From an optimization exercise on the open Yosys and OpenROAD flow, aimed at small area, a short achievable clock period and few clock cycles; shortcuts taken in it are not production practice. RTL that was checked went through simulation tests only; none was proved equivalent to the original. Function not checked in run 1: the RTL went through the layout flow alone. Power is estimated from default activity; no workload was simulated.

==> flow/design.v, too long to show whole: its modules and the start of the top module <==
// module red_reduce: 864 lines
module red_reduce (
    input  wire        clk,
    input  wire        rst,         
    input  wire        in_valid,
    output reg         in_ready,
    input  wire        in_first,    
    input  wire        in_last,     
    input  wire [7:0]  op,
    input  wire [23:0] p0,
    input  wire [23:0] p1,
    input  wire [23:0] a,
    input  wire        a_ok,
    input  wire [23:0] b,
    input  wire        b_ok,
    output reg         out_valid,
    output wire [23:0] r0,
    output wire [23:0] r1,
    output reg         r_ok,
    output reg         nsat,
    output reg         asat
);
  // ...
==> flow/flow/run.sh <==
#!/bin/bash
# Standard layout, with repair_timing aiming for extra setup slack so that the
# achieved period shrinks, and port buffers of an ordinary buffer cell; the
# constraints (SDC, clock period) are the design's.
set -euo pipefail
bash standard.sh "BUFFER_PORTS_ARGS=-buffer_cell sky130_fd_sc_hd__buf_2" SETUP_SLACK_MARGIN=9.25 finish > orfs_make.log 2>&1
==> flow/standard.sh <==
#!/bin/bash
# synth_recipe.tcl (not shown) runs the flow's synth.tcl, then flattens the netlist and writes it again
# the make line also repeats each setting of config.mk as NAME=value (left out here)
make -C /OpenROAD-flow-scripts/flow DESIGN_CONFIG=/design/flow/config.mk WORK_HOME=/design/flow/orfs CLKGATE_MAP_FILE= SYNTH_SCRIPT=/design/flow/synth_recipe.tcl "${@:-finish}"
==> flow/config.mk <==
export PLATFORM = sky130hd
export DESIGN_NAME = red_reduce
export DESIGN_NICKNAME = red_reduce
export VERILOG_FILES = /design/flow/design.v
export SDC_FILE = /design/flow/constraint.sdc
export NUM_CORES = 4
export LEC_CHECK = 0
export CAP_MARGIN = 20
export CORE_MARGIN = 2
export CORE_UTILIZATION = 40
export SLEW_MARGIN = 20
==> flow/constraint.sdc <==
create_clock -name core_clock -period 14.0 [get_ports {clk}]
set_input_delay 2.8000 -clock core_clock [delete_from_list [all_inputs] [get_ports {clk}]]
set_output_delay 2.8000 -clock core_clock [all_outputs]
set_load 0.01 [all_outputs]
==> flow_metrics.py, run 1 <==
metrics = {
    "global_route": {
        "first_global_vias": 33100,
        "grt.total_usage_pct": 23.0,
        "grt_pass1_wl_um": 192000,
    },
    "finish": {
        "final_design_area_no_fill_sq_mm": 0.0451,
        "multi_input_gates": 3430,
        "synthToLayoutAreaGrowth_pct": 9.59,
        "multi_input_gate_share_of_total_cell_area_pct": 60.4,
        "antenna-diode-count": 2,
        "final.clkbuf_count": 76,
        "top_flop_regs": "acc: 58 flops, W: 48 flops, ps: 48 flops",
    },
    "die": {
        "number_of_top_level_design_ports": 164,
        "rows": 117,
        "tap_cells": 1368,
        "die_w_um": 325,
    },
    "placement": {
        "pre_cts_slack_ps": 8070,
        "dp_hpwl_um": 88600,
    },
    "power_and_ir_drop": {
        "pg_clk_w": 0.00160,
        "worst_ir_drop_vdd_mv": 0.121,
    },
    "clocking": {
        "tritoncts": "yes",
        "htree_levels": 2,
        "post_cts.repair.setup_buffers": 2,
        "cts_buffer_depth": 3,
    },
    "hold_path": {
        "worstHoldEndpoint": "mm2",
        "min_path_type": "flip-flop to flip-flop",
    },
    "sta": {
        "rsz0062_at_grt": "yes",
        "clock_skew_ps": 38.9,
        "worstMarginPinSlew_ps": 1150,
        "setup-violations-final": 0,
    },
    "setup_path": {
        "worstPathBufferInverterCount": 1,
        "worstSetupStartpointType": "flip-flop",
        "critical-path-top-delay-family": "compound AO/OA/AOI/OAI gates",
    },
    "routing": {
        "topRoutingLayerUsed": "met4",
        "met3WireLength_um": 9080,
        "detailroute.wirelength.met2_um": 56200,
    },
    "status": {
        "outcome": "finished clean",
    },
    "yosys": {
        "synth-async-reset-ratio_pct": 0,
        "synth_cell_types": 88,
        "post_synthesis_adder_cell_area_fraction_pct": 23.2,
    },
}
==> inputs of run 2 (changes only) <==
==> flow/design.v (replaced) <==
module red_reduce (
    input  wire        clk,
    input  wire        rst,         
    input  wire        in_valid,
    output reg         in_ready,
    input  wire        in_first,    
    input  wire        in_last,     
    input  wire [7:0]  op,
    input  wire [23:0] p0,
    input  wire [23:0] p1,
    input  wire [23:0] a,
    input  wire        a_ok,
    input  wire [23:0] b,
    input  wire        b_ok,
    output reg         out_valid,
    output wire [23:0] r0,
    output wire [23:0] r1,
    output reg         r_ok,
    output reg         nsat,
    output reg         asat
);
    localparam [2:0] K_SUM   = 3'd0;
    localparam [2:0] K_MEAN  = 3'd1;
    localparam [2:0] K_MIN   = 3'd2;
    localparam [2:0] K_MAX   = 3'd3;
    localparam [2:0] K_COUNT = 3'd4;
    localparam [2:0] K_RMS   = 3'd6;
    localparam [2:0] K_DOT   = 3'd7;
    wire take = in_valid && in_ready && !rst;
    reg  [2:0]  kind_v;
    reg  [4:0]  sh_v;
    reg  [10:0] mv_v;
    wire [2:0]  e_kind = in_first ? op[2:0] : kind_v;
    wire        e_dot  = (e_kind == K_DOT);
    wire        e_rms  = (e_kind == K_RMS);
    reg         v1, f1, l1, u1;
    reg         mm1, mx1;     
    reg  [23:0] a1;
    reg  [11:0] bo1, bt1, bn1;    
    wire        e_mul = e_dot || e_rms;
    wire        e_mm  = (e_kind == K_MIN) || (e_kind == K_MAX);
    wire        e_gm  = take && a_ok && (b_ok || !e_dot) && e_mul;
    wire [23:0] e_y   = e_rms ? a : b;
    reg  [11:0] e_bo, e_bt, e_bn;
    reg         e_m1;
    integer     i;
    always @(*) begin
        for (i = 0; i < 12; i = i + 1) begin
            e_m1    = (i == 0) ? 1'b0 : e_y[2*i-1];
            e_bn[i] = e_gm & e_y[2*i+1];
            e_bo[i] = e_gm ? (e_y[2*i] ^ e_m1) : (i == 0) && take && a_ok && !e_mul && !e_mm;
            e_bt[i] = e_gm & ((e_y[2*i+1] & ~e_y[2*i] & ~e_m1) | (~e_y[2*i+1] & e_y[2*i] & e_m1));
        end
    end
    always @(posedge clk) begin
        v1 <= take;
        if (take && in_first) begin
            kind_v <= op[2:0];
            sh_v   <= p0[4:0];
            mv_v   <= (op[2:0] == K_SUM || op[2:0] == K_DOT) ? p1[10:0] : p0[10:0];
        end
        f1  <= take && in_first;
        l1  <= in_last;
        u1  <= take && a_ok && (b_ok || !e_dot);
        mm1 <= e_mm;
        mx1 <= (e_kind == K_MAX);
        a1  <= a;
        bo1 <= e_bo;
        bt1 <= e_bt;
        bn1 <= e_bn;
    end
    reg  [311:0] bu;              
    reg  [11:0]  nb;              
    reg  [24:0]  mag;
    reg  [25:0]  pp;
    always @(*) begin
        for (i = 0; i < 12; i = i + 1) begin
            mag   = bo1[i] ? {a1[23], a1} : bt1[i] ? {a1, 1'b0} : 25'd0;
            pp    = bn1[i] ? ~{mag[24], mag} : {mag[24], mag};
            bu[26*i +: 26] = {~pp[25], pp[24:0]};
            nb[i] = bn1[i];
        end
    end
    wire dt1 = bu[16] ^ bu[40];
    wire dt2 = bu[16] & bu[40];
    wire dt3 = bu[17] ^ bu[41];
    wire dt4 = bu[17] & bu[41];
    wire dt5 = bu[18] ^ bu[42] ^ bu[66];
    wire dt6 = (bu[18] & bu[42]) | (bu[18] & bu[66]) | (bu[42] & bu[66]);
    wire dt7 = bu[90] ^ bu[114];
    wire dt8 = bu[90] & bu[114];
    wire dt9 = bu[19] ^ bu[43] ^ bu[67];
    wire dt10 = (bu[19] & bu[43]) | (bu[19] & bu[67]) | (bu[43] & bu[67]);
    wire dt11 = bu[91] ^ bu[115];
    wire dt12 = bu[91] & bu[115];
    wire dt13 = bu[20] ^ bu[44] ^ bu[68];
    wire dt14 = (bu[20] & bu[44]) | (bu[20] & bu[68]) | (bu[44] & bu[68]);
    wire dt15 = bu[92] ^ bu[116] ^ bu[140];
    wire dt16 = (bu[92] & bu[116]) | (bu[92] & bu[140]) | (bu[116] & bu[140]);
    wire dt17 = bu[164] ^ bu[188];
    wire dt18 = bu[164] & bu[188];
    wire dt19 = bu[21] ^ bu[45] ^ bu[69];
    wire dt20 = (bu[21] & bu[45]) | (bu[21] & bu[69]) | (bu[45] & bu[69]);
    wire dt21 = bu[93] ^ bu[117] ^ bu[141];
    wire dt22 = (bu[93] & bu[117]) | (bu[93] & bu[141]) | (bu[117] & bu[141]);
    wire dt23 = bu[165] ^ bu[189];
    wire dt24 = bu[165] & bu[189];
    wire dt25 = bu[22] ^ bu[46] ^ bu[70];
    wire dt26 = (bu[22] & bu[46]) | (bu[22] & bu[70]) | (bu[46] & bu[70]);
    wire dt27 = bu[94] ^ bu[118] ^ bu[142];
    wire dt28 = (bu[94] & bu[118]) | (bu[94] & bu[142]) | (bu[118] & bu[142]);
    wire dt29 = bu[166] ^ bu[190] ^ bu[214];
    wire dt30 = (bu[166] & bu[190]) | (bu[166] & bu[214]) | (bu[190] & bu[214]);
    wire dt31 = bu[238] ^ bu[262];
    wire dt32 = bu[238] & bu[262];
    wire dt33 = bu[23] ^ bu[47] ^ bu[71];
    wire dt34 = (bu[23] & bu[47]) | (bu[23] & bu[71]) | (bu[47] & bu[71]);
    wire dt35 = bu[95] ^ bu[119] ^ bu[143];
    wire dt36 = (bu[95] & bu[119]) | (bu[95] & bu[143]) | (bu[119] & bu[143]);
    wire dt37 = bu[167] ^ bu[191] ^ bu[215];
    wire dt38 = (bu[167] & bu[191]) | (bu[167] & bu[215]) | (bu[191] & bu[215]);
    wire dt39 = bu[239] ^ bu[263];
    wire dt40 = bu[239] & bu[263];
    wire dt41 = bu[24] ^ bu[48] ^ bu[72];
    wire dt42 = (bu[24] & bu[48]) | (bu[24] & bu[72]) | (bu[48] & bu[72]);
    wire dt43 = bu[96] ^ bu[120] ^ bu[144];
    wire dt44 = (bu[96] & bu[120]) | (bu[96] & bu[144]) | (bu[120] & bu[144]);
    wire dt45 = bu[168] ^ bu[192] ^ bu[216];
    wire dt46 = (bu[168] & bu[192]) | (bu[168] & bu[216]) | (bu[192] & bu[216]);
    wire dt47 = bu[240] ^ bu[264];
    wire dt48 = bu[240] & bu[264];
    wire dt49 = bu[25] ^ bu[49] ^ bu[73];
    wire dt50 = (bu[25] & bu[49]) | (bu[25] & bu[73]) | (bu[49] & bu[73]);
    wire dt51 = bu[97] ^ bu[121] ^ bu[145];
    wire dt52 = (bu[97] & bu[121]) | (bu[97] & bu[145]) | (bu[121] & bu[145]);
    wire dt53 = bu[169] ^ bu[193] ^ bu[217];
    wire dt54 = (bu[169] & bu[193]) | (bu[169] & bu[217]) | (bu[193] & bu[217]);
    wire dt55 = bu[241] ^ bu[265] ^ bu[289];
    wire dt56 = (bu[241] & bu[265]) | (bu[241] & bu[289]) | (bu[265] & bu[289]);
    wire dt57 = bu[50] ^ bu[74] ^ bu[98];
    wire dt58 = (bu[50] & bu[74]) | (bu[50] & bu[98]) | (bu[74] & bu[98]);
    wire dt59 = bu[122] ^ bu[146] ^ bu[170];
    wire dt60 = (bu[122] & bu[146]) | (bu[122] & bu[170]) | (bu[146] & bu[170]);
    wire dt61 = bu[194] ^ bu[218] ^ bu[242];
    wire dt62 = (bu[194] & bu[218]) | (bu[194] & bu[242]) | (bu[218] & bu[242]);
    wire dt63 = bu[266] ^ bu[290];
    wire dt64 = bu[266] & bu[290];
    wire dt65 = bu[51] ^ bu[75] ^ bu[99];
    wire dt66 = (bu[51] & bu[75]) | (bu[51] & bu[99]) | (bu[75] & bu[99]);
    wire dt67 = bu[123] ^ bu[147] ^ bu[171];
    wire dt68 = (bu[123] & bu[147]) | (bu[123] & bu[171]) | (bu[147] & bu[171]);
    wire dt69 = bu[195] ^ bu[219] ^ bu[243];
    wire dt70 = (bu[195] & bu[219]) | (bu[195] & bu[243]) | (bu[219] & bu[243]);
    wire dt71 = bu[76] ^ bu[100] ^ bu[124];
    wire dt72 = (bu[76] & bu[100]) | (bu[76] & bu[124]) | (bu[100] & bu[124]);
    wire dt73 = bu[148] ^ bu[172] ^ bu[196];
    wire dt74 = (bu[148] & bu[172]) | (bu[148] & bu[196]) | (bu[172] & bu[196]);
    wire dt75 = bu[220] ^ bu[244];
    wire dt76 = bu[220] & bu[244];
    wire dt77 = bu[77] ^ bu[101] ^ bu[125];
    wire dt78 = (bu[77] & bu[101]) | (bu[77] & bu[125]) | (bu[101] & bu[125]);
    wire dt79 = bu[149] ^ bu[173] ^ bu[197];
    wire dt80 = (bu[149] & bu[173]) | (bu[149] & bu[197]) | (bu[173] & bu[197]);
    wire dt81 = bu[102] ^ bu[126] ^ bu[150];
    wire dt82 = (bu[102] & bu[126]) | (bu[102] & bu[150]) | (bu[126] & bu[150]);
    wire dt83 = bu[174] ^ bu[198];
    wire dt84 = bu[174] & bu[198];
    wire dt85 = bu[103] ^ bu[127] ^ bu[151];
    wire dt86 = (bu[103] & bu[127]) | (bu[103] & bu[151]) | (bu[127] & bu[151]);
    wire dt87 = bu[128] ^ bu[152];
    wire dt88 = bu[128] & bu[152];
    wire dt89 = bu[10] ^ bu[34];
    wire dt90 = bu[10] & bu[34];
    wire dt91 = bu[11] ^ bu[35];
    wire dt92 = bu[11] & bu[35];
    wire dt93 = bu[12] ^ bu[36] ^ bu[60];
    wire dt94 = (bu[12] & bu[36]) | (bu[12] & bu[60]) | (bu[36] & bu[60]);
    wire dt95 = bu[84] ^ bu[108];
    wire dt96 = bu[84] & bu[108];
    wire dt97 = bu[13] ^ bu[37] ^ bu[61];
    wire dt98 = (bu[13] & bu[37]) | (bu[13] & bu[61]) | (bu[37] & bu[61]);
    wire dt99 = bu[85] ^ bu[109];
    wire dt100 = bu[85] & bu[109];
    wire dt101 = bu[14] ^ bu[38] ^ bu[62];
    wire dt102 = (bu[14] & bu[38]) | (bu[14] & bu[62]) | (bu[38] & bu[62]);
    wire dt103 = bu[86] ^ bu[110] ^ bu[134];
    wire dt104 = (bu[86] & bu[110]) | (bu[86] & bu[134]) | (bu[110] & bu[134]);
    wire dt105 = bu[158] ^ bu[182];
    wire dt106 = bu[158] & bu[182];
    wire dt107 = bu[15] ^ bu[39] ^ bu[63];
    wire dt108 = (bu[15] & bu[39]) | (bu[15] & bu[63]) | (bu[39] & bu[63]);
    wire dt109 = bu[87] ^ bu[111] ^ bu[135];
    wire dt110 = (bu[87] & bu[111]) | (bu[87] & bu[135]) | (bu[111] & bu[135]);
    wire dt111 = bu[159] ^ bu[183];
    wire dt112 = bu[159] & bu[183];
    wire dt113 = bu[64] ^ bu[88] ^ bu[112];
    wire dt114 = (bu[64] & bu[88]) | (bu[64] & bu[112]) | (bu[88] & bu[112]);
    wire dt115 = bu[136] ^ bu[160] ^ bu[184];
    wire dt116 = (bu[136] & bu[160]) | (bu[136] & bu[184]) | (bu[160] & bu[184]);
    wire dt117 = bu[208] ^ nb[8] ^ dt1;
    wire dt118 = (bu[208] & nb[8]) | (bu[208] & dt1) | (nb[8] & dt1);
    wire dt119 = bu[65] ^ bu[89] ^ bu[113];
    wire dt120 = (bu[65] & bu[89]) | (bu[65] & bu[113]) | (bu[89] & bu[113]);
    wire dt121 = bu[137] ^ bu[161] ^ bu[185];
    wire dt122 = (bu[137] & bu[161]) | (bu[137] & bu[185]) | (bu[161] & bu[185]);
    wire dt123 = bu[209] ^ dt3 ^ dt2;
    wire dt124 = (bu[209] & dt3) | (bu[209] & dt2) | (dt3 & dt2);
    wire dt125 = bu[138] ^ bu[162] ^ bu[186];
    wire dt126 = (bu[138] & bu[162]) | (bu[138] & bu[186]) | (bu[162] & bu[186]);
    wire dt127 = bu[210] ^ bu[234] ^ nb[9];
    wire dt128 = (bu[210] & bu[234]) | (bu[210] & nb[9]) | (bu[234] & nb[9]);
    wire dt129 = dt5 ^ dt7 ^ dt4;
    wire dt130 = (dt5 & dt7) | (dt5 & dt4) | (dt7 & dt4);
    wire dt131 = bu[139] ^ bu[163] ^ bu[187];
    wire dt132 = (bu[139] & bu[163]) | (bu[139] & bu[187]) | (bu[163] & bu[187]);
    wire dt133 = bu[211] ^ bu[235] ^ dt9;
    wire dt134 = (bu[211] & bu[235]) | (bu[211] & dt9) | (bu[235] & dt9);
    wire dt135 = dt11 ^ dt6 ^ dt8;
    wire dt136 = (dt11 & dt6) | (dt11 & dt8) | (dt6 & dt8);
    wire dt137 = bu[212] ^ bu[236] ^ bu[260];
    wire dt138 = (bu[212] & bu[236]) | (bu[212] & bu[260]) | (bu[236] & bu[260]);
    wire dt139 = nb[10] ^ dt13 ^ dt15;
    wire dt140 = (nb[10] & dt13) | (nb[10] & dt15) | (dt13 & dt15);
    wire dt141 = dt17 ^ dt10 ^ dt12;
    wire dt142 = (dt17 & dt10) | (dt17 & dt12) | (dt10 & dt12);
    wire dt143 = bu[213] ^ bu[237] ^ bu[261];
    wire dt144 = (bu[213] & bu[237]) | (bu[213] & bu[261]) | (bu[237] & bu[261]);
    wire dt145 = dt19 ^ dt21 ^ dt23;
    wire dt146 = (dt19 & dt21) | (dt19 & dt23) | (dt21 & dt23);
    wire dt147 = dt14 ^ dt16 ^ dt18;
    wire dt148 = (dt14 & dt16) | (dt14 & dt18) | (dt16 & dt18);
    wire dt149 = bu[286] ^ nb[11] ^ dt25;
    wire dt150 = (bu[286] & nb[11]) | (bu[286] & dt25) | (nb[11] & dt25);
    wire dt151 = dt27 ^ dt29 ^ dt31;
    wire dt152 = (dt27 & dt29) | (dt27 & dt31) | (dt29 & dt31);
    wire dt153 = dt20 ^ dt22 ^ dt24;
    wire dt154 = (dt20 & dt22) | (dt20 & dt24) | (dt22 & dt24);
    wire dt155 = bu[287] ^ dt33 ^ dt35;
    wire dt156 = (bu[287] & dt33) | (bu[287] & dt35) | (dt33 & dt35);
    wire dt157 = dt37 ^ dt39 ^ dt26;
    wire dt158 = (dt37 & dt39) | (dt37 & dt26) | (dt39 & dt26);
    wire dt159 = dt28 ^ dt30 ^ dt32;
    wire dt160 = (dt28 & dt30) | (dt28 & dt32) | (dt30 & dt32);
    wire dt161 = bu[288] ^ dt41 ^ dt43;
    wire dt162 = (bu[288] & dt41) | (bu[288] & dt43) | (dt41 & dt43);
    wire dt163 = dt45 ^ dt47 ^ dt34;
    wire dt164 = (dt45 & dt47) | (dt45 & dt34) | (dt47 & dt34);
    wire dt165 = dt36 ^ dt38 ^ dt40;
    wire dt166 = (dt36 & dt38) | (dt36 & dt40) | (dt38 & dt40);
    wire dt167 = 1'b1 ^ dt49 ^ dt51;
    wire dt168 = (1'b1 & dt49) | (1'b1 & dt51) | (dt49 & dt51);
    wire dt169 = dt53 ^ dt55 ^ dt42;
    wire dt170 = (dt53 & dt55) | (dt53 & dt42) | (dt55 & dt42);
    wire dt171 = dt44 ^ dt46 ^ dt48;
    wire dt172 = (dt44 & dt46) | (dt44 & dt48) | (dt46 & dt48);
    wire dt173 = 1'b1 ^ dt57 ^ dt59;
    wire dt174 = (1'b1 & dt57) | (1'b1 & dt59) | (dt57 & dt59);
    wire dt175 = dt61 ^ dt63 ^ dt50;
    wire dt176 = (dt61 & dt63) | (dt61 & dt50) | (dt63 & dt50);
    wire dt177 = dt52 ^ dt54 ^ dt56;
    wire dt178 = (dt52 & dt54) | (dt52 & dt56) | (dt54 & dt56);
    wire dt179 = bu[267] ^ bu[291] ^ dt65;
    wire dt180 = (bu[267] & bu[291]) | (bu[267] & dt65) | (bu[291] & dt65);
    wire dt181 = dt67 ^ dt69 ^ dt58;
    wire dt182 = (dt67 & dt69) | (dt67 & dt58) | (dt69 & dt58);
    wire dt183 = dt60 ^ dt62 ^ dt64;
    wire dt184 = (dt60 & dt62) | (dt60 & dt64) | (dt62 & dt64);
    wire dt185 = bu[268] ^ bu[292] ^ 1'b1;
    wire dt186 = (bu[268] & bu[292]) | (bu[268] & 1'b1) | (bu[292] & 1'b1);
    wire dt187 = dt71 ^ dt73 ^ dt75;
    wire dt188 = (dt71 & dt73) | (dt71 & dt75) | (dt73 & dt75);
    wire dt189 = dt66 ^ dt68 ^ dt70;
    wire dt190 = (dt66 & dt68) | (dt66 & dt70) | (dt68 & dt70);
    wire dt191 = bu[221] ^ bu[245] ^ bu[269];
    wire dt192 = (bu[221] & bu[245]) | (bu[221] & bu[269]) | (bu[245] & bu[269]);
    wire dt193 = bu[293] ^ dt77 ^ dt79;
    wire dt194 = (bu[293] & dt77) | (bu[293] & dt79) | (dt77 & dt79);
    wire dt195 = dt72 ^ dt74 ^ dt76;
    wire dt196 = (dt72 & dt74) | (dt72 & dt76) | (dt74 & dt76);
    wire dt197 = bu[222] ^ bu[246] ^ bu[270];
    wire dt198 = (bu[222] & bu[246]) | (bu[222] & bu[270]) | (bu[246] & bu[270]);
    wire dt199 = bu[294] ^ 1'b1 ^ dt81;
    wire dt200 = (bu[294] & 1'b1) | (bu[294] & dt81) | (1'b1 & dt81);
    wire dt201 = dt83 ^ dt78 ^ dt80;
    wire dt202 = (dt83 & dt78) | (dt83 & dt80) | (dt78 & dt80);
    wire dt203 = bu[175] ^ bu[199] ^ bu[223];
    wire dt204 = (bu[175] & bu[199]) | (bu[175] & bu[223]) | (bu[199] & bu[223]);
    wire dt205 = bu[247] ^ bu[271] ^ bu[295];
    wire dt206 = (bu[247] & bu[271]) | (bu[247] & bu[295]) | (bu[271] & bu[295]);
    wire dt207 = dt85 ^ dt82 ^ dt84;
    wire dt208 = (dt85 & dt82) | (dt85 & dt84) | (dt82 & dt84);
    wire dt209 = bu[176] ^ bu[200] ^ bu[224];
    wire dt210 = (bu[176] & bu[200]) | (bu[176] & bu[224]) | (bu[200] & bu[224]);
    wire dt211 = bu[248] ^ bu[272] ^ bu[296];
    wire dt212 = (bu[248] & bu[272]) | (bu[248] & bu[296]) | (bu[272] & bu[296]);
    wire dt213 = 1'b1 ^ dt87 ^ dt86;
    wire dt214 = (1'b1 & dt87) | (1'b1 & dt86) | (dt87 & dt86);
    wire dt215 = bu[129] ^ bu[153] ^ bu[177];
    wire dt216 = (bu[129] & bu[153]) | (bu[129] & bu[177]) | (bu[153] & bu[177]);
    wire dt217 = bu[201] ^ bu[225] ^ bu[249];
    wire dt218 = (bu[201] & bu[225]) | (bu[201] & bu[249]) | (bu[225] & bu[249]);
    wire dt219 = bu[273] ^ bu[297] ^ dt88;
    wire dt220 = (bu[273] & bu[297]) | (bu[273] & dt88) | (bu[297] & dt88);
    wire dt221 = bu[154] ^ bu[178] ^ bu[202];
    wire dt222 = (bu[154] & bu[178]) | (bu[154] & bu[202]) | (bu[178] & bu[202]);
    wire dt223 = bu[226] ^ bu[250] ^ bu[274];
    wire dt224 = (bu[226] & bu[250]) | (bu[226] & bu[274]) | (bu[250] & bu[274]);
    wire dt225 = bu[298] ^ 1'b1;
    wire dt226 = bu[298] & 1'b1;
    wire dt227 = bu[155] ^ bu[179] ^ bu[203];
    wire dt228 = (bu[155] & bu[179]) | (bu[155] & bu[203]) | (bu[179] & bu[203]);
    wire dt229 = bu[227] ^ bu[251] ^ bu[275];
    wire dt230 = (bu[227] & bu[251]) | (bu[227] & bu[275]) | (bu[251] & bu[275]);
    wire dt231 = bu[180] ^ bu[204] ^ bu[228];
    wire dt232 = (bu[180] & bu[204]) | (bu[180] & bu[228]) | (bu[204] & bu[228]);
    wire dt233 = bu[252] ^ bu[276];
    wire dt234 = bu[252] & bu[276];
    wire dt235 = bu[181] ^ bu[205] ^ bu[229];
    wire dt236 = (bu[181] & bu[205]) | (bu[181] & bu[229]) | (bu[205] & bu[229]);
    wire dt237 = bu[206] ^ bu[230];
    wire dt238 = bu[206] & bu[230];
    wire dt239 = bu[6] ^ bu[30];
    wire dt240 = bu[6] & bu[30];
    wire dt241 = bu[7] ^ bu[31];
    wire dt242 = bu[7] & bu[31];
    wire dt243 = bu[8] ^ bu[32] ^ bu[56];
    wire dt244 = (bu[8] & bu[32]) | (bu[8] & bu[56]) | (bu[32] & bu[56]);
    wire dt245 = bu[80] ^ bu[104];
    wire dt246 = bu[80] & bu[104];
    wire dt247 = bu[9] ^ bu[33] ^ bu[57];
    wire dt248 = (bu[9] & bu[33]) | (bu[9] & bu[57]) | (bu[33] & bu[57]);
    wire dt249 = bu[81] ^ bu[105];
    wire dt250 = bu[81] & bu[105];
    wire dt251 = bu[58] ^ bu[82] ^ bu[106];
    wire dt252 = (bu[58] & bu[82]) | (bu[58] & bu[106]) | (bu[82] & bu[106]);
    wire dt253 = bu[130] ^ nb[5] ^ dt89;
    wire dt254 = (bu[130] & nb[5]) | (bu[130] & dt89) | (nb[5] & dt89);
    wire dt255 = bu[59] ^ bu[83] ^ bu[107];
    wire dt256 = (bu[59] & bu[83]) | (bu[59] & bu[107]) | (bu[83] & bu[107]);
    wire dt257 = bu[131] ^ dt91 ^ dt90;
    wire dt258 = (bu[131] & dt91) | (bu[131] & dt90) | (dt91 & dt90);
    wire dt259 = bu[132] ^ bu[156] ^ nb[6];
    wire dt260 = (bu[132] & bu[156]) | (bu[132] & nb[6]) | (bu[156] & nb[6]);
    wire dt261 = dt93 ^ dt95 ^ dt92;
    wire dt262 = (dt93 & dt95) | (dt93 & dt92) | (dt95 & dt92);
    wire dt263 = bu[133] ^ bu[157] ^ dt97;
    wire dt264 = (bu[133] & bu[157]) | (bu[133] & dt97) | (bu[157] & dt97);
    wire dt265 = dt99 ^ dt94 ^ dt96;
    wire dt266 = (dt99 & dt94) | (dt99 & dt96) | (dt94 & dt96);
    wire dt267 = nb[7] ^ dt101 ^ dt103;
    wire dt268 = (nb[7] & dt101) | (nb[7] & dt103) | (dt101 & dt103);
    wire dt269 = dt105 ^ dt98 ^ dt100;
    wire dt270 = (dt105 & dt98) | (dt105 & dt100) | (dt98 & dt100);
    wire dt271 = dt107 ^ dt109 ^ dt111;
    wire dt272 = (dt107 & dt109) | (dt107 & dt111) | (dt109 & dt111);
    wire dt273 = dt102 ^ dt104 ^ dt106;
    wire dt274 = (dt102 & dt104) | (dt102 & dt106) | (dt104 & dt106);
    wire dt275 = dt113 ^ dt115 ^ dt117;
    wire dt276 = (dt113 & dt115) | (dt113 & dt117) | (dt115 & dt117);
    wire dt277 = dt108 ^ dt110 ^ dt112;
    wire dt278 = (dt108 & dt110) | (dt108 & dt112) | (dt110 & dt112);
    wire dt279 = dt119 ^ dt121 ^ dt123;
    wire dt280 = (dt119 & dt121) | (dt119 & dt123) | (dt121 & dt123);
    wire dt281 = dt114 ^ dt116 ^ dt118;
    wire dt282 = (dt114 & dt116) | (dt114 & dt118) | (dt116 & dt118);
    wire dt283 = dt125 ^ dt127 ^ dt129;
    wire dt284 = (dt125 & dt127) | (dt125 & dt129) | (dt127 & dt129);
    wire dt285 = dt120 ^ dt122 ^ dt124;
    wire dt286 = (dt120 & dt122) | (dt120 & dt124) | (dt122 & dt124);
    wire dt287 = dt131 ^ dt133 ^ dt135;
    wire dt288 = (dt131 & dt133) | (dt131 & dt135) | (dt133 & dt135);
    wire dt289 = dt126 ^ dt128 ^ dt130;
    wire dt290 = (dt126 & dt128) | (dt126 & dt130) | (dt128 & dt130);
    wire dt291 = dt137 ^ dt139 ^ dt141;
    wire dt292 = (dt137 & dt139) | (dt137 & dt141) | (dt139 & dt141);
    wire dt293 = dt132 ^ dt134 ^ dt136;
    wire dt294 = (dt132 & dt134) | (dt132 & dt136) | (dt134 & dt136);
    wire dt295 = dt143 ^ dt145 ^ dt147;
    wire dt296 = (dt143 & dt145) | (dt143 & dt147) | (dt145 & dt147);
    wire dt297 = dt138 ^ dt140 ^ dt142;
    wire dt298 = (dt138 & dt140) | (dt138 & dt142) | (dt140 & dt142);
    wire dt299 = dt149 ^ dt151 ^ dt153;
    wire dt300 = (dt149 & dt151) | (dt149 & dt153) | (dt151 & dt153);
    wire dt301 = dt144 ^ dt146 ^ dt148;
    wire dt302 = (dt144 & dt146) | (dt144 & dt148) | (dt146 & dt148);
    wire dt303 = dt155 ^ dt157 ^ dt159;
    wire dt304 = (dt155 & dt157) | (dt155 & dt159) | (dt157 & dt159);
    wire dt305 = dt150 ^ dt152 ^ dt154;
    wire dt306 = (dt150 & dt152) | (dt150 & dt154) | (dt152 & dt154);
    wire dt307 = dt161 ^ dt163 ^ dt165;
    wire dt308 = (dt161 & dt163) | (dt161 & dt165) | (dt163 & dt165);
    wire dt309 = dt156 ^ dt158 ^ dt160;
    wire dt310 = (dt156 & dt158) | (dt156 & dt160) | (dt158 & dt160);
    wire dt311 = dt167 ^ dt169 ^ dt171;
    wire dt312 = (dt167 & dt169) | (dt167 & dt171) | (dt169 & dt171);
    wire dt313 = dt162 ^ dt164 ^ dt166;
    wire dt314 = (dt162 & dt164) | (dt162 & dt166) | (dt164 & dt166);
    wire dt315 = dt173 ^ dt175 ^ dt177;
    wire dt316 = (dt173 & dt175) | (dt173 & dt177) | (dt175 & dt177);
    wire dt317 = dt168 ^ dt170 ^ dt172;
    wire dt318 = (dt168 & dt170) | (dt168 & dt172) | (dt170 & dt172);
    wire dt319 = dt179 ^ dt181 ^ dt183;
    wire dt320 = (dt179 & dt181) | (dt179 & dt183) | (dt181 & dt183);
    wire dt321 = dt174 ^ dt176 ^ dt178;
    wire dt322 = (dt174 & dt176) | (dt174 & dt178) | (dt176 & dt178);
    wire dt323 = dt185 ^ dt187 ^ dt189;
    wire dt324 = (dt185 & dt187) | (dt185 & dt189) | (dt187 & dt189);
    wire dt325 = dt180 ^ dt182 ^ dt184;
    wire dt326 = (dt180 & dt182) | (dt180 & dt184) | (dt182 & dt184);
    wire dt327 = dt191 ^ dt193 ^ dt195;
    wire dt328 = (dt191 & dt193) | (dt191 & dt195) | (dt193 & dt195);
    wire dt329 = dt186 ^ dt188 ^ dt190;
    wire dt330 = (dt186 & dt188) | (dt186 & dt190) | (dt188 & dt190);
    wire dt331 = dt197 ^ dt199 ^ dt201;
    wire dt332 = (dt197 & dt199) | (dt197 & dt201) | (dt199 & dt201);
    wire dt333 = dt192 ^ dt194 ^ dt196;
    wire dt334 = (dt192 & dt194) | (dt192 & dt196) | (dt194 & dt196);
    wire dt335 = dt203 ^ dt205 ^ dt207;
    wire dt336 = (dt203 & dt205) | (dt203 & dt207) | (dt205 & dt207);
    wire dt337 = dt198 ^ dt200 ^ dt202;
    wire dt338 = (dt198 & dt200) | (dt198 & dt202) | (dt200 & dt202);
    wire dt339 = dt209 ^ dt211 ^ dt213;
    wire dt340 = (dt209 & dt211) | (dt209 & dt213) | (dt211 & dt213);
    wire dt341 = dt204 ^ dt206 ^ dt208;
    wire dt342 = (dt204 & dt206) | (dt204 & dt208) | (dt206 & dt208);
    wire dt343 = dt215 ^ dt217 ^ dt219;
    wire dt344 = (dt215 & dt217) | (dt215 & dt219) | (dt217 & dt219);
    wire dt345 = dt210 ^ dt212 ^ dt214;
    wire dt346 = (dt210 & dt212) | (dt210 & dt214) | (dt212 & dt214);
    wire dt347 = dt221 ^ dt223 ^ dt225;
    wire dt348 = (dt221 & dt223) | (dt221 & dt225) | (dt223 & dt225);
    wire dt349 = dt216 ^ dt218 ^ dt220;
    wire dt350 = (dt216 & dt218) | (dt216 & dt220) | (dt218 & dt220);
    wire dt351 = bu[299] ^ dt227 ^ dt229;
    wire dt352 = (bu[299] & dt227) | (bu[299] & dt229) | (dt227 & dt229);
    wire dt353 = dt222 ^ dt224 ^ dt226;
    wire dt354 = (dt222 & dt224) | (dt222 & dt226) | (dt224 & dt226);
    wire dt355 = bu[300] ^ 1'b1 ^ dt231;
    wire dt356 = (bu[300] & 1'b1) | (bu[300] & dt231) | (1'b1 & dt231);
    wire dt357 = dt233 ^ dt228 ^ dt230;
    wire dt358 = (dt233 & dt228) | (dt233 & dt230) | (dt228 & dt230);
    wire dt359 = bu[253] ^ bu[277] ^ bu[301];
    wire dt360 = (bu[253] & bu[277]) | (bu[253] & bu[301]) | (bu[277] & bu[301]);
    wire dt361 = dt235 ^ dt232 ^ dt234;
    wire dt362 = (dt235 & dt232) | (dt235 & dt234) | (dt232 & dt234);
    wire dt363 = bu[254] ^ bu[278] ^ bu[302];
    wire dt364 = (bu[254] & bu[278]) | (bu[254] & bu[302]) | (bu[278] & bu[302]);
    wire dt365 = 1'b1 ^ dt237 ^ dt236;
    wire dt366 = (1'b1 & dt237) | (1'b1 & dt236) | (dt237 & dt236);
    wire dt367 = bu[207] ^ bu[231] ^ bu[255];
    wire dt368 = (bu[207] & bu[231]) | (bu[207] & bu[255]) | (bu[231] & bu[255]);
    wire dt369 = bu[279] ^ bu[303] ^ dt238;
    wire dt370 = (bu[279] & bu[303]) | (bu[279] & dt238) | (bu[303] & dt238);
    wire dt371 = bu[232] ^ bu[256] ^ bu[280];
    wire dt372 = (bu[232] & bu[256]) | (bu[232] & bu[280]) | (bu[256] & bu[280]);
    wire dt373 = bu[304] ^ 1'b1;
    wire dt374 = bu[304] & 1'b1;
    wire dt375 = bu[233] ^ bu[257] ^ bu[281];
    wire dt376 = (bu[233] & bu[257]) | (bu[233] & bu[281]) | (bu[257] & bu[281]);
    wire dt377 = bu[258] ^ bu[282];
    wire dt378 = bu[258] & bu[282];
    wire dt379 = bu[4] ^ bu[28];
    wire dt380 = bu[4] & bu[28];
    wire dt381 = bu[5] ^ bu[29];
    wire dt382 = bu[5] & bu[29];
    wire dt383 = bu[54] ^ bu[78] ^ nb[3];
    wire dt384 = (bu[54] & bu[78]) | (bu[54] & nb[3]) | (bu[78] & nb[3]);
    wire dt385 = bu[55] ^ bu[79] ^ dt241;
    wire dt386 = (bu[55] & bu[79]) | (bu[55] & dt241) | (bu[79] & dt241);
    wire dt387 = nb[4] ^ dt243 ^ dt245;
    wire dt388 = (nb[4] & dt243) | (nb[4] & dt245) | (dt243 & dt245);
    wire dt389 = dt247 ^ dt249 ^ dt244;
    wire dt390 = (dt247 & dt249) | (dt247 & dt244) | (dt249 & dt244);
    wire dt391 = dt251 ^ dt253 ^ dt248;
    wire dt392 = (dt251 & dt253) | (dt251 & dt248) | (dt253 & dt248);
    wire dt393 = dt255 ^ dt257 ^ dt252;
    wire dt394 = (dt255 & dt257) | (dt255 & dt252) | (dt257 & dt252);
    wire dt395 = dt259 ^ dt261 ^ dt256;
    wire dt396 = (dt259 & dt261) | (dt259 & dt256) | (dt261 & dt256);
    wire dt397 = dt263 ^ dt265 ^ dt260;
    wire dt398 = (dt263 & dt265) | (dt263 & dt260) | (dt265 & dt260);
    wire dt399 = dt267 ^ dt269 ^ dt264;
    wire dt400 = (dt267 & dt269) | (dt267 & dt264) | (dt269 & dt264);
    wire dt401 = dt271 ^ dt273 ^ dt268;
    wire dt402 = (dt271 & dt273) | (dt271 & dt268) | (dt273 & dt268);
    wire dt403 = dt275 ^ dt277 ^ dt272;
    wire dt404 = (dt275 & dt277) | (dt275 & dt272) | (dt277 & dt272);
    wire dt405 = dt279 ^ dt281 ^ dt276;
    wire dt406 = (dt279 & dt281) | (dt279 & dt276) | (dt281 & dt276);
    wire dt407 = dt283 ^ dt285 ^ dt280;
    wire dt408 = (dt283 & dt285) | (dt283 & dt280) | (dt285 & dt280);
    wire dt409 = dt287 ^ dt289 ^ dt284;
    wire dt410 = (dt287 & dt289) | (dt287 & dt284) | (dt289 & dt284);
    wire dt411 = dt291 ^ dt293 ^ dt288;
    wire dt412 = (dt291 & dt293) | (dt291 & dt288) | (dt293 & dt288);
    wire dt413 = dt295 ^ dt297 ^ dt292;
    wire dt414 = (dt295 & dt297) | (dt295 & dt292) | (dt297 & dt292);
    wire dt415 = dt299 ^ dt301 ^ dt296;
    wire dt416 = (dt299 & dt301) | (dt299 & dt296) | (dt301 & dt296);
    wire dt417 = dt303 ^ dt305 ^ dt300;
    wire dt418 = (dt303 & dt305) | (dt303 & dt300) | (dt305 & dt300);
    wire dt419 = dt307 ^ dt309 ^ dt304;
    wire dt420 = (dt307 & dt309) | (dt307 & dt304) | (dt309 & dt304);
    wire dt421 = dt311 ^ dt313 ^ dt308;
    wire dt422 = (dt311 & dt313) | (dt311 & dt308) | (dt313 & dt308);
    wire dt423 = dt315 ^ dt317 ^ dt312;
    wire dt424 = (dt315 & dt317) | (dt315 & dt312) | (dt317 & dt312);
    wire dt425 = dt319 ^ dt321 ^ dt316;
    wire dt426 = (dt319 & dt321) | (dt319 & dt316) | (dt321 & dt316);
    wire dt427 = dt323 ^ dt325 ^ dt320;
    wire dt428 = (dt323 & dt325) | (dt323 & dt320) | (dt325 & dt320);
    wire dt429 = dt327 ^ dt329 ^ dt324;
    wire dt430 = (dt327 & dt329) | (dt327 & dt324) | (dt329 & dt324);
    wire dt431 = dt331 ^ dt333 ^ dt328;
    wire dt432 = (dt331 & dt333) | (dt331 & dt328) | (dt333 & dt328);
    wire dt433 = dt335 ^ dt337 ^ dt332;
    wire dt434 = (dt335 & dt337) | (dt335 & dt332) | (dt337 & dt332);
    wire dt435 = dt339 ^ dt341 ^ dt336;
    wire dt436 = (dt339 & dt341) | (dt339 & dt336) | (dt341 & dt336);
    wire dt437 = dt343 ^ dt345 ^ dt340;
    wire dt438 = (dt343 & dt345) | (dt343 & dt340) | (dt345 & dt340);
    wire dt439 = dt347 ^ dt349 ^ dt344;
    wire dt440 = (dt347 & dt349) | (dt347 & dt344) | (dt349 & dt344);
    wire dt441 = dt351 ^ dt353 ^ dt348;
    wire dt442 = (dt351 & dt353) | (dt351 & dt348) | (dt353 & dt348);
    wire dt443 = dt355 ^ dt357 ^ dt352;
    wire dt444 = (dt355 & dt357) | (dt355 & dt352) | (dt357 & dt352);
    wire dt445 = dt359 ^ dt361 ^ dt356;
    wire dt446 = (dt359 & dt361) | (dt359 & dt356) | (dt361 & dt356);
    wire dt447 = dt363 ^ dt365 ^ dt360;
    wire dt448 = (dt363 & dt365) | (dt363 & dt360) | (dt365 & dt360);
    wire dt449 = dt367 ^ dt369 ^ dt364;
    wire dt450 = (dt367 & dt369) | (dt367 & dt364) | (dt369 & dt364);
    wire dt451 = dt371 ^ dt373 ^ dt368;
    wire dt452 = (dt371 & dt373) | (dt371 & dt368) | (dt373 & dt368);
    wire dt453 = bu[305] ^ dt375 ^ dt372;
    wire dt454 = (bu[305] & dt375) | (bu[305] & dt372) | (dt375 & dt372);
    wire dt455 = bu[306] ^ 1'b1 ^ dt377;
    wire dt456 = (bu[306] & 1'b1) | (bu[306] & dt377) | (1'b1 & dt377);
    wire dt457 = bu[259] ^ bu[283] ^ bu[307];
    wire dt458 = (bu[259] & bu[283]) | (bu[259] & bu[307]) | (bu[283] & bu[307]);
    wire dt459 = bu[284] ^ bu[308];
    wire dt460 = bu[284] & bu[308];
    wire dt461 = bu[2] ^ bu[26];
    wire dt462 = bu[2] & bu[26];
    wire dt463 = bu[3] ^ bu[27];
    wire dt464 = bu[3] & bu[27];
    wire dt465 = bu[52] ^ nb[2] ^ dt379;
    wire dt466 = (bu[52] & nb[2]) | (bu[52] & dt379) | (nb[2] & dt379);
    wire dt467 = bu[53] ^ dt381 ^ dt380;
    wire dt468 = (bu[53] & dt381) | (bu[53] & dt380) | (dt381 & dt380);
    wire dt469 = dt239 ^ dt383 ^ dt382;
    wire dt470 = (dt239 & dt383) | (dt239 & dt382) | (dt383 & dt382);
    wire dt471 = dt240 ^ dt385 ^ dt384;
    wire dt472 = (dt240 & dt385) | (dt240 & dt384) | (dt385 & dt384);
    wire dt473 = dt242 ^ dt387 ^ dt386;
    wire dt474 = (dt242 & dt387) | (dt242 & dt386) | (dt387 & dt386);
    wire dt475 = dt246 ^ dt389 ^ dt388;
    wire dt476 = (dt246 & dt389) | (dt246 & dt388) | (dt389 & dt388);
    wire dt477 = dt250 ^ dt391 ^ dt390;
    wire dt478 = (dt250 & dt391) | (dt250 & dt390) | (dt391 & dt390);
    wire dt479 = dt254 ^ dt393 ^ dt392;
    wire dt480 = (dt254 & dt393) | (dt254 & dt392) | (dt393 & dt392);
    wire dt481 = dt258 ^ dt395 ^ dt394;
    wire dt482 = (dt258 & dt395) | (dt258 & dt394) | (dt395 & dt394);
    wire dt483 = dt262 ^ dt397 ^ dt396;
    wire dt484 = (dt262 & dt397) | (dt262 & dt396) | (dt397 & dt396);
    wire dt485 = dt266 ^ dt399 ^ dt398;
    wire dt486 = (dt266 & dt399) | (dt266 & dt398) | (dt399 & dt398);
    wire dt487 = dt270 ^ dt401 ^ dt400;
    wire dt488 = (dt270 & dt401) | (dt270 & dt400) | (dt401 & dt400);
    wire dt489 = dt274 ^ dt403 ^ dt402;
    wire dt490 = (dt274 & dt403) | (dt274 & dt402) | (dt403 & dt402);
    wire dt491 = dt278 ^ dt405 ^ dt404;
    wire dt492 = (dt278 & dt405) | (dt278 & dt404) | (dt405 & dt404);
    wire dt493 = dt282 ^ dt407 ^ dt406;
    wire dt494 = (dt282 & dt407) | (dt282 & dt406) | (dt407 & dt406);
    wire dt495 = dt286 ^ dt409 ^ dt408;
    wire dt496 = (dt286 & dt409) | (dt286 & dt408) | (dt409 & dt408);
    wire dt497 = dt290 ^ dt411 ^ dt410;
    wire dt498 = (dt290 & dt411) | (dt290 & dt410) | (dt411 & dt410);
    wire dt499 = dt294 ^ dt413 ^ dt412;
    wire dt500 = (dt294 & dt413) | (dt294 & dt412) | (dt413 & dt412);
    wire dt501 = dt298 ^ dt415 ^ dt414;
    wire dt502 = (dt298 & dt415) | (dt298 & dt414) | (dt415 & dt414);
    wire dt503 = dt302 ^ dt417 ^ dt416;
    wire dt504 = (dt302 & dt417) | (dt302 & dt416) | (dt417 & dt416);
    wire dt505 = dt306 ^ dt419 ^ dt418;
    wire dt506 = (dt306 & dt419) | (dt306 & dt418) | (dt419 & dt418);
    wire dt507 = dt310 ^ dt421 ^ dt420;
    wire dt508 = (dt310 & dt421) | (dt310 & dt420) | (dt421 & dt420);
    wire dt509 = dt314 ^ dt423 ^ dt422;
    wire dt510 = (dt314 & dt423) | (dt314 & dt422) | (dt423 & dt422);
    wire dt511 = dt318 ^ dt425 ^ dt424;
    wire dt512 = (dt318 & dt425) | (dt318 & dt424) | (dt425 & dt424);
    wire dt513 = dt322 ^ dt427 ^ dt426;
    wire dt514 = (dt322 & dt427) | (dt322 & dt426) | (dt427 & dt426);
    wire dt515 = dt326 ^ dt429 ^ dt428;
    wire dt516 = (dt326 & dt429) | (dt326 & dt428) | (dt429 & dt428);
    wire dt517 = dt330 ^ dt431 ^ dt430;
    wire dt518 = (dt330 & dt431) | (dt330 & dt430) | (dt431 & dt430);
    wire dt519 = dt334 ^ dt433 ^ dt432;
    wire dt520 = (dt334 & dt433) | (dt334 & dt432) | (dt433 & dt432);
    wire dt521 = dt338 ^ dt435 ^ dt434;
    wire dt522 = (dt338 & dt435) | (dt338 & dt434) | (dt435 & dt434);
    wire dt523 = dt342 ^ dt437 ^ dt436;
    wire dt524 = (dt342 & dt437) | (dt342 & dt436) | (dt437 & dt436);
    wire dt525 = dt346 ^ dt439 ^ dt438;
    wire dt526 = (dt346 & dt439) | (dt346 & dt438) | (dt439 & dt438);
    wire dt527 = dt350 ^ dt441 ^ dt440;
    wire dt528 = (dt350 & dt441) | (dt350 & dt440) | (dt441 & dt440);
    wire dt529 = dt354 ^ dt443 ^ dt442;
    wire dt530 = (dt354 & dt443) | (dt354 & dt442) | (dt443 & dt442);
    wire dt531 = dt358 ^ dt445 ^ dt444;
    wire dt532 = (dt358 & dt445) | (dt358 & dt444) | (dt445 & dt444);
    wire dt533 = dt362 ^ dt447 ^ dt446;
    wire dt534 = (dt362 & dt447) | (dt362 & dt446) | (dt447 & dt446);
    wire dt535 = dt366 ^ dt449 ^ dt448;
    wire dt536 = (dt366 & dt449) | (dt366 & dt448) | (dt449 & dt448);
    wire dt537 = dt370 ^ dt451 ^ dt450;
    wire dt538 = (dt370 & dt451) | (dt370 & dt450) | (dt451 & dt450);
    wire dt539 = dt374 ^ dt453 ^ dt452;
    wire dt540 = (dt374 & dt453) | (dt374 & dt452) | (dt453 & dt452);
    wire dt541 = dt376 ^ dt455 ^ dt454;
    wire dt542 = (dt376 & dt455) | (dt376 & dt454) | (dt455 & dt454);
    wire dt543 = dt378 ^ dt457 ^ dt456;
    wire dt544 = (dt378 & dt457) | (dt378 & dt456) | (dt457 & dt456);
    wire dt545 = 1'b1 ^ dt459 ^ dt458;
    wire dt546 = (1'b1 & dt459) | (1'b1 & dt458) | (dt459 & dt458);
    wire dt547 = bu[285] ^ bu[309] ^ dt460;
    wire dt548 = (bu[285] & bu[309]) | (bu[285] & dt460) | (bu[309] & dt460);
    wire dt549 = bu[310] ^ 1'b1;
    wire dt550 = bu[310] & 1'b1;
    wire [57:0] mt_s = {1'b1, 1'b1, 1'b1, 1'b1, 1'b1, 1'b1, 1'b1, 1'b1, 1'b1, 1'b1, bu[311], dt549, dt547, dt545, dt543, dt541, dt539, dt537, dt535, dt533, dt531, dt529, dt527, dt525, dt523, dt521, dt519, dt517, dt515, dt513, dt511, dt509, dt507, dt505, dt503, dt501, dt499, dt497, dt495, dt493, dt491, dt489, dt487, dt485, dt483, dt481, dt479, dt477, dt475, dt473, dt471, dt469, dt467, dt465, dt463, nb[1], bu[1], bu[0]};
    wire [57:0] mt_c = {1'b0, 1'b0, 1'b0, 1'b0, 1'b0, 1'b0, 1'b0, 1'b0, 1'b0, 1'b0, dt550, dt548, dt546, dt544, dt542, dt540, dt538, dt536, dt534, dt532, dt530, dt528, dt526, dt524, dt522, dt520, dt518, dt516, dt514, dt512, dt510, dt508, dt506, dt504, dt502, dt500, dt498, dt496, dt494, dt492, dt490, dt488, dt486, dt484, dt482, dt480, dt478, dt476, dt474, dt472, dt470, dt468, dt466, dt464, dt462, dt461, 1'b0, nb[0]};
    reg         v2, f2, l2, u2, mm2, mx2;
    reg  [57:0] ps, pc;           
    reg  [23:0] am;               
    always @(posedge clk) begin
        v2  <= v1 && !rst;
        f2  <= f1;
        l2  <= l1;
        u2  <= u1;
        mm2 <= mm1;
        mx2 <= mx1;
        ps  <= mt_s;
        pc  <= mt_c;
        am  <= a1;
    end
    reg  signed [57:0] acc;       
    reg  [10:0] cnt;              
    reg  [9:0]  idx;              
    reg  [2:0]  ka;
    reg  [4:0]  sha;
    reg  [10:0] mva;
    reg         full;             
    wire [10:0] cnt_base = f2 ? 11'd0 : cnt;
    wire [9:0]  idx_base = f2 ? 10'd0 : idx;
    wire [57:0] acc_base = f2 ? 58'd0 : acc;
    wire signed [23:0] pa   = am;
    wire signed [23:0] best = acc[23:0];
    wire        better = mx2 ? (pa > best) : (pa < best);
    wire [57:0] acc_sum = acc_base + ps + pc;
    always @(posedge clk) begin
        idx <= idx_base + {9'd0, v2};
        cnt <= cnt_base + {10'd0, u2};
        if (f2) begin
            ka  <= kind_v;
            sha <= sh_v;
            mva <= mv_v;
        end
        if (mm2 && u2 && (cnt_base == 11'd0 || better))
            acc <= {24'd0, idx_base, pa};
        else
            acc <= acc_sum;
    end
    localparam [2:0] P_RUP  = 3'd0;    
    localparam [2:0] P_SHR  = 3'd1;    
    localparam [2:0] P_DIV  = 3'd2;
    localparam [2:0] P_RND  = 3'd3;    
    localparam [2:0] P_SQL  = 3'd4;    
    localparam [2:0] P_ROOT = 3'd5;
    localparam [2:0] P_NRW  = 3'd6;    
    localparam [2:0] P_OUT  = 3'd7;
    reg  [2:0]  ph;
    reg  [2:0]  fk;               
    reg  [47:0] W;                
    reg  [9:0]  R;                
    reg  [10:0] C;                
    reg  [25:0] X;                
    reg  [23:0] Y;                
    reg  [4:0]  fi;               
    reg         sq_en;            
    reg         neg;              
    reg  [6:0]  frem;             
    reg  [1:0]  pend;             
    assign r0 = W[23:0];
    assign r1 = {14'd0, W[33:24]};
    wire cap = full && (frem <= 7'd1);
    wire        minv_met = cnt >= ((mva == 11'd0) ? 11'd1 : mva);
    wire        acc_ovf  = !((&acc[57:47]) || !(|acc[57:47]));
    wire [47:0] acc_sat  = acc_ovf ? (acc[57] ? 48'h8000_0000_0000 : 48'h7FFF_FFFF_FFFF) : acc[47:0];
    wire [33:0] acc_abs  = acc[33:0] ^ {34{acc[57]}};
    wire [4:0]  nshift   = {2'd0, sha[4:2]} + {3'd0, sha[1:0]};    
    reg  [6:0]  F_cyc;
    always @(*) begin
        F_cyc = 7'd1;
        if (minv_met || ka == K_COUNT)
            case (ka)
                K_SUM, K_DOT: F_cyc = {2'd0, nshift} + 7'd2;
                K_MEAN:       F_cyc = 7'd15;
                K_RMS:        F_cyc = 7'd28;
                default:      F_cyc = 7'd1;
            endcase
    end
    reg  [9:0]  dv_r;
    reg  [47:0] dv_w;
    reg  [10:0] dv_t;
    reg  [11:0] dv_d;
    integer     j;
    always @(*) begin
        dv_r = R;
        dv_w = W;
        for (j = 0; j < 2; j = j + 1) begin
            dv_t = {dv_r, dv_w[47]};
            dv_d = {1'b0, dv_t} - {1'b0, C};
            dv_w = {dv_w[46:0], !dv_d[11]};
            dv_r = dv_d[11] ? dv_t[9:0] : dv_d[9:0];
        end
    end
    wire [12:0] rnd_d  = {2'b0, R, neg} + {12'd0, neg} - {2'b0, C} - {12'd0, !W[0]};
    wire        div_up = !rnd_d[12];
    wire        sq_ru = (ph == P_RUP);
    wire [27:0] sq_t = {X, sq_ru ? 2'b00 : W[1:0]};
    wire [28:0] sq_d = {1'b0, sq_t} - {3'd0, Y, sq_ru ? {2{!sq_en}} : 2'b01};
    wire [25:0] sq_r = sq_d[28] ? sq_t[25:0] : sq_d[25:0];
    wire [23:0] sq_y = {Y[22:0], !sq_d[28]};
    wire        rt_up = !sq_d[28];
    wire        sh4    = X[4:2] != 3'd0;
    wire [47:0] shr_w  = sh4 ? {{4{W[47]}}, W[47:4]} : {W[47], W[47:1]};
    wire        shr_g  = sh4 ? W[3] : W[0];
    wire        shr_s  = X[6] | X[5] | (sh4 ? (|W[2:0]) : 1'b0);
    wire [4:0]  shr_c  = X[4:0] - (sh4 ? 5'd4 : 5'd1);
    wire        n_rnd  = X[5] && (X[6] || W[0]);
    wire        q_in   = (&W[47:23]) || !(|W[47:23]);
    wire        n_hi   = !W[47] && (!q_in || (n_rnd && (&W[22:0])));
    wire        n_lo   = W[47] && !q_in && !(n_rnd && (&W[47:24]) && !W[23] && (&W[22:0]));
    reg  [23:0] inc_a;
    reg         inc_b;
    always @(*) begin
        case (ph)
            P_RND:   begin
                inc_a = neg ? ~W[23:0] : W[23:0];
                inc_b = neg ? !sq_en : sq_en;
            end
            P_ROOT:  begin inc_a = Y;        inc_b = neg; end
            default: begin inc_a = W[23:0];  inc_b = n_rnd; end
        endcase
    end
    wire [24:0] inc = {1'b0, inc_a} + {24'd0, inc_b};
    wire [1:0] pend_n = pend + {1'b0, take && in_last} - {1'b0, cap};
    reg  [6:0] frem_n;
    always @(*) begin
        if (cap)              frem_n = F_cyc;
        else if (frem != 0)   frem_n = frem - 7'd1;
        else                  frem_n = 7'd0;
    end
    always @(posedge clk) begin
        if (rst) begin
            full      <= 1'b0;
            pend      <= 2'd0;
            frem      <= 7'd0;
            ph        <= P_OUT;
            out_valid <= 1'b0;
            in_ready  <= 1'b1;
        end else begin
            pend      <= pend_n;
            frem      <= frem_n;
            in_ready  <= !((pend_n >= 2'd2) || (pend_n == 2'd1 && frem_n > 7'd3) ||
                           (take && in_first && in_last));
            out_valid <= (frem_n == 7'd1);
            if (v2 && l2)
                full <= 1'b1;
            else if (cap)
                full <= 1'b0;
            if (cap)
                ph <= (ka == K_COUNT || !minv_met) ? P_OUT :
                      (ka == K_SUM || ka == K_DOT) ? ((sha == 5'd0) ? P_NRW : P_SHR) :
                      (ka == K_MEAN || ka == K_RMS) ? P_DIV : P_OUT;
            else
                case (ph)
                    P_SHR:  if (shr_c == 5'd0) ph <= P_NRW;
                    P_DIV:  if (fi == 5'd0) ph <= P_SQL;
                    P_SQL:  ph <= (fk == K_MEAN) ? P_RND : P_RUP;
                    P_RUP:  ph <= P_ROOT;
                    P_NRW, P_RND, P_ROOT: ph <= P_OUT;
                    default: ;
                endcase
        end
    end
    always @(posedge clk) begin
        if (cap) begin
            fk    <= ka;
            sq_en <= 1'b0;
            r_ok  <= 1'b0;
            nsat  <= 1'b0;
            asat  <= 1'b0;
            W     <= 48'd0;
            if (ka == K_COUNT) begin
                W    <= {37'd0, cnt};
                r_ok <= 1'b1;
            end else if (minv_met) begin
                case (ka)
                    K_MIN, K_MAX: begin
                        W    <= {14'd0, acc[33:0]};
                        r_ok <= 1'b1;
                    end
                    K_SUM, K_DOT: begin
                        W    <= acc_sat;
                        asat <= acc_ovf;
                        X    <= {19'd0, 2'b00, sha};
                    end
                    K_MEAN: begin
                        neg  <= acc[57];
                        W    <= {acc_abs[23:0], 24'd0};
                        R    <= acc_abs[33:24];
                        C    <= cnt;
                        fi   <= 5'd11;
                    end
                    default: begin    
                        neg  <= 1'b0;
                        W    <= acc[47:0];
                        R    <= acc[57:48];
                        C    <= cnt;
                        X    <= 26'd0;
                        Y    <= 24'd0;
                        fi   <= 5'd23;
                    end
                endcase
            end
        end else begin
            case (ph)
                P_SHR: begin
                    W <= shr_w;
                    X <= {19'd0, shr_s, shr_g, shr_c};
                end
                P_NRW: begin
                    r_ok <= 1'b1;
                    nsat <= n_hi || n_lo;
                    W    <= {24'd0, n_hi ? 24'h7FFFFF : n_lo ? 24'h800000 : inc[23:0]};
                end
                P_DIV: begin
                    W     <= dv_w;
                    R     <= dv_r;
                    fi    <= fi - 5'd1;
                    sq_en <= 1'b1;
                    if (sq_en) begin
                        X <= sq_r;
                        Y <= sq_y;
                    end
                end
                P_SQL: begin
                    X     <= sq_r;
                    Y     <= sq_y;
                    sq_en <= div_up;
                end
                P_RND: begin
                    r_ok <= 1'b1;
                    W    <= {24'd0, inc[23:0]};
                end
                P_RUP: neg <= rt_up;
                P_ROOT: begin
                    r_ok <= 1'b1;
                    if (inc[24] || inc[23]) begin
                        W    <= {24'd0, 24'h7FFFFF};
                        nsat <= 1'b1;
                    end else begin
                        W    <= {24'd0, inc[23:0]};
                    end
                end
                default: ;
            endcase
        end
    end
endmodule
==> flow/flow/run.sh (replaced) <==
#!/bin/bash
# Standard layout, with repair_timing aiming for extra setup slack so that the
# achieved period shrinks, and port buffers of an ordinary buffer cell; the
# constraints (SDC, clock period) are the design's.
set -euo pipefail
bash standard.sh "BUFFER_PORTS_ARGS=-buffer_cell sky130_fd_sc_hd__buf_2" SETUP_SLACK_MARGIN=9 finish > orfs_make.log 2>&1
==> run 2 against run 1 <==
Net effect: sequential share of layout area rose by 0.96 points; via count shrank 1.2%; setup slack lost 220 ps; power shrank 28%; highest routed layer unchanged; largest power group unchanged; synthesized cell count down 1.3%; routed wire length shrank 2.4%; utilization is 0.78 points lower; register-to-register slack got worse by 220 ps; critical path depth fell by 4.
==> flow_metrics.py, run 2 <==
metrics = {
    "yosys": {
        "synth_flop_cell": "sky130_fd_sc_hd__dfxtp_1",
        "post-synth-top-count-cell": "sky130_fd_sc_hd__nand2_1",
        "average_size_of_a_mapped_cell_sq_um": 8.64,
        "synth-seq-area-share_pct": 26.8,
        "yosys-top-cells-count": "sky130_fd_sc_hd__nand2_1 (572), sky130_fd_sc_hd__inv_1 (407), sky130_fd_sc_hd__a21oi_1 (322)",
        "synth_top_cells_by_area": "sky130_fd_sc_hd__dfxtp_1 (14%), sky130_fd_sc_hd__fa_1 (14%), sky130_fd_sc_hd__edfxtp_1 (13%)",
        "synth_edf_count": 168,
        "synth_cell_types": 85,
        "synth_compound_gate_area_share_pct": 18.4,
        "simple_logic_cell_fraction_of_the_synthesized_area_pct": 14.2,
        "netlist_instances": 4642,
        "largest_family_of_logic_cells_by_synthesized_area": "adder cells",
        "post-synth-top-area-fraction_pct": 14.3,
        "synth_xor_xnor_area_share_pct": 10.3,
        "yosysTopAreaCell": "sky130_fd_sc_hd__dfxtp_1",
        "synth.area.mux_share_pct": 1.43,
        "synth-async-reset-ratio_pct": 0,
        "yosys_register_bits": 454,
        "yosys_warnings": 1,
        "post_synthesis_adder_cell_area_fraction_pct": 20.8,
        "syn-cell-area_sq_mm": 0.0401,
    },
    "setup_path": {
        "setup.worst_path.start": "bt1[3]",
        "worst_r2r_startpoint": "bt1[3]",
        "largest_fanout_on_the_critical_path": 16,
        "timing.critical_path.to": "ps[23]",
        "crit_required_ps": 14470,
        "timing.critical_path.to_type": "flip-flop",
        "worstReg2RegEnd": "ps[23]",
        "r2r.worst_path.cells": 11,
        "cp.arrival_ps": 5260,
        "path_class": "flip-flop to flip-flop",
        "r2r_slack_ps": 9200,
        "worstSetupStartpointType": "flip-flop",
    },
    "routing": {
        "total_vias_in_the_final_route": 33000,
        "routed_wl_um": 121000,
        "postRouteAntennaNets": 0,
        "drtPass1Iterations": 6,
        "drt_drc_violations_left": 0,
        "dr.first_iter.drc_count": 3049,
        "viasPerCell": 5.61,
        "wl_per_cell_um": 20.5,
    },
    "clocking": {
        "root_buffer": "sky130_fd_sc_hd__clkbuf_16",
        "htree_levels": 2,
        "clock_input_transition_at_the_sequential_cells_of_the_worst_setup_and_hold_paths_ps": 60,
        "cts_made_buffers": 53,
        "cts-hold-fix-buffers": 0,
        "cts.sink_count": 454,
        "cts_buffer_depth": 3,
        "clock_insertion_delay_worst_skew_ps": 640,
        "tritoncts": "yes",
    },
    "sta": {
        "worstMarginPinSlew_ps": 1080,
        "clock_skew_ps": 32.9,
        "setup-tns-final_ps": 0,
        "timing.final.max_slew_violations": 0,
        "rsz0062_at_grt": "no",
        "post_route_clock_period_utilization_pct": 34.3,
        "max_slew_margin_pct": 27.7,
        "setup-violations-final": 0,
        "final_worst_setup_slack_ps": 9200,
        "hold_violations": 0,
        "layout_min_cycle_time_ps": 4800,
        "fmax_ghz": 0.209,
    },
    "run": {
        "max_cap_viol_count": 0,
    },
    "die": {
        "core_area_sq_mm": 0.0997,
        "number_of_top_level_design_ports": 164,
        "design.die.area_sq_mm": 0.103,
        "die_height_um": 321,
        "rows": 116,
        "start_util_pct": 40.2,
        "die_w_um": 321,
    },
    "finish": {
        "top_flop_regs": "acc: 58 flops, W: 48 flops",
        "synthToLayoutAreaGrowth_pct": 7.96,
        "max_reg_flops": 58,
        "design.final.nets": 5160,
        "utilization_pct": 43.4,
        "mostFrequentLayoutCells": "sky130_fd_sc_hd__nand2_1 (569), sky130_fd_sc_hd__inv_1 (406), sky130_fd_sc_hd__a21oi_1 (322)",
        "antenna-diode-count": 0,
        "drive_above_1_share_pct": 8.80,
        "layout.cells.most_common": "sky130_fd_sc_hd__nand2_1",
        "regMostFlops": "acc",
    },
    "power_and_ir_drop": {
        "worst_ir_drop_vdd_mv": 0.112,
        "cell_area_power_density_mw_per_mm2": 139,
        "total_leakage_power_nw": 17.7,
    },
    "placement": {
        "pre_cts_slack_ps": 8850,
        "globalplace.congestion": 0.929,
        "dp_hpwl_um": 85500,
        "buffer_ports.inserted": 118,
    },
    "global_route": {
        "grt_max_degree": 78,
        "grt_antenna_before_repair": 1,
        "globalRouteOverflowTotal": 0,
        "grt_pass1_wl_um": 189000,
        "first_global_vias": 32100,
        "grt.total_usage_pct": 23.2,
    },
    "hold_path": {
        "min_path_type": "flip-flop to flip-flop",
    },
    "status": {
        "outcome": "finished clean",
    },
}
==> run 2: logic make-up after synthesis <==
logic type	after synthesis
buffers and inverters	780
adders and majority gates	501
muxes	55
AOI/OAI and AO/OA	1150
DFF	454
other	1
and+or+nand+nor	1230
xor gates and xnor gates	471
==> run 2: worst min-delay path by stage <==
| stage | from | end | slack [ps] | cells past startpoint |
|---|---|---|---|---|
| 2_1_floorplan | f1 | f2 | 310 | 0 |
| 3_3_place_gp | mm1 | mm2 | 310 | 0 |
| 3_5_place_dp | f1 | f2 | 310 | 0 |
| 4_1_cts | u1 | u2 | 330 | 0 |
| 5_1_grt | mm1 | mm2 | 330 | 0 |
| 6_report | u1 | u2 | 320 | 0 |
==> run 2: worst max-delay path, cell delays in order (launching register included) <==
cell and delay, ps:
sky130_fd_sc_hd__dfxtp_1 550, sky130_fd_sc_hd__nor2b_2 880, sky130_fd_sc_hd__a22oi_1 200, sky130_fd_sc_hd__xor2_1 230, sky130_fd_sc_hd__fa_1 550, sky130_fd_sc_hd__inv_1 50
sky130_fd_sc_hd__fa_1 490, sky130_fd_sc_hd__inv_1 70, sky130_fd_sc_hd__fa_1 500, sky130_fd_sc_hd__fa_1 540, sky130_fd_sc_hd__inv_1 50, sky130_fd_sc_hd__fa_1 500
==> run 2: repair_timing <==
item	CTS	global route
setup buffers	0	3
resized for setup	2	7
pin swaps	0	1
setup endpoints to repair	11	22
cloned	0	0
==> run 2: power breakdown <==
group          internal (W)  leakage [nW]  switching, W
sequential          0.00159          3.84      0.000237
clock              0.000866         0.881      0.000591
combinational       0.00114          13.0       0.00159
total               0.00359          17.7       0.00242
==> run 2: layout make-up <==
class | instances | area [sq um]
Inverter | 408 | 1530
Multi-Input combinational cell | 3421 | 26300
Tap cell | 1298 | 1620
Sequential cell | 454 | 10800
Clock buffer | 69 | 1470
Fill cell | 9698 | 56400
Clock inverter | 28 | 340
Timing Repair Buffer | 210 | 1280
==> run 2: per-stage QoR <==
step | cell area, sq um | total power, W | hold slack, ps | instances
after floorplan | 40200 | 0.00382 | 310 | 4655
after global placement | 41500 | 0.00450 | 310 | 5788
after detailed placement | 41500 | 0.00453 | 312 | 5788
after CTS | 43300 | 0.00601 | 325 | 5885
after global routing | 43300 | 0.00644 | 335 | 5888
final | 43300 | 0.00601 | 324 | 5888
==> run 2: routing by layer <==
metal | vias to the layer above | wire, um | track usage (%)
met1 | 15900 | 53700 | 32.2
met2 | 1291 | 55000 | 37.5
met5 | - | 0 | 0
met4 | 0 | 3800 | 7.36
met3 | 221 | 8310 | 3.13
li1 | 15600 | - | -
Testbench counts of run 2, summed over its fixed seeds: cycles 42,289.

==> what the ideal ports hide <==
How much do the figures lean on ideal ports? The routed layouts below were timed once more, with nothing changed but the port constraints.
Step 1 assumes that a clkbuf_16 drives the clock port and a buf_2 every other input.
Step 2 times the ports against the registers' clock, not the clock port: input delays grow and output delays shrink by t, the midpoint of the rising clock arrivals with the driver on.
a / b / c = ideal / step 1 / step 2; a / b = the first two.
run | t (ns) | setup slack, ns | cell pins on the clock port's net
run 1 | 0.720 | 9.423 / 9.423 / 9.262 | 1
run 2 | 0.681 | 9.205 / 9.205 / 9.138 | 1
After both steps every run listed still meets setup and hold. For run 1, which loses most, drivers alone change the setup slack by 0.000 ns; drivers and shift together by -0.161 ns.
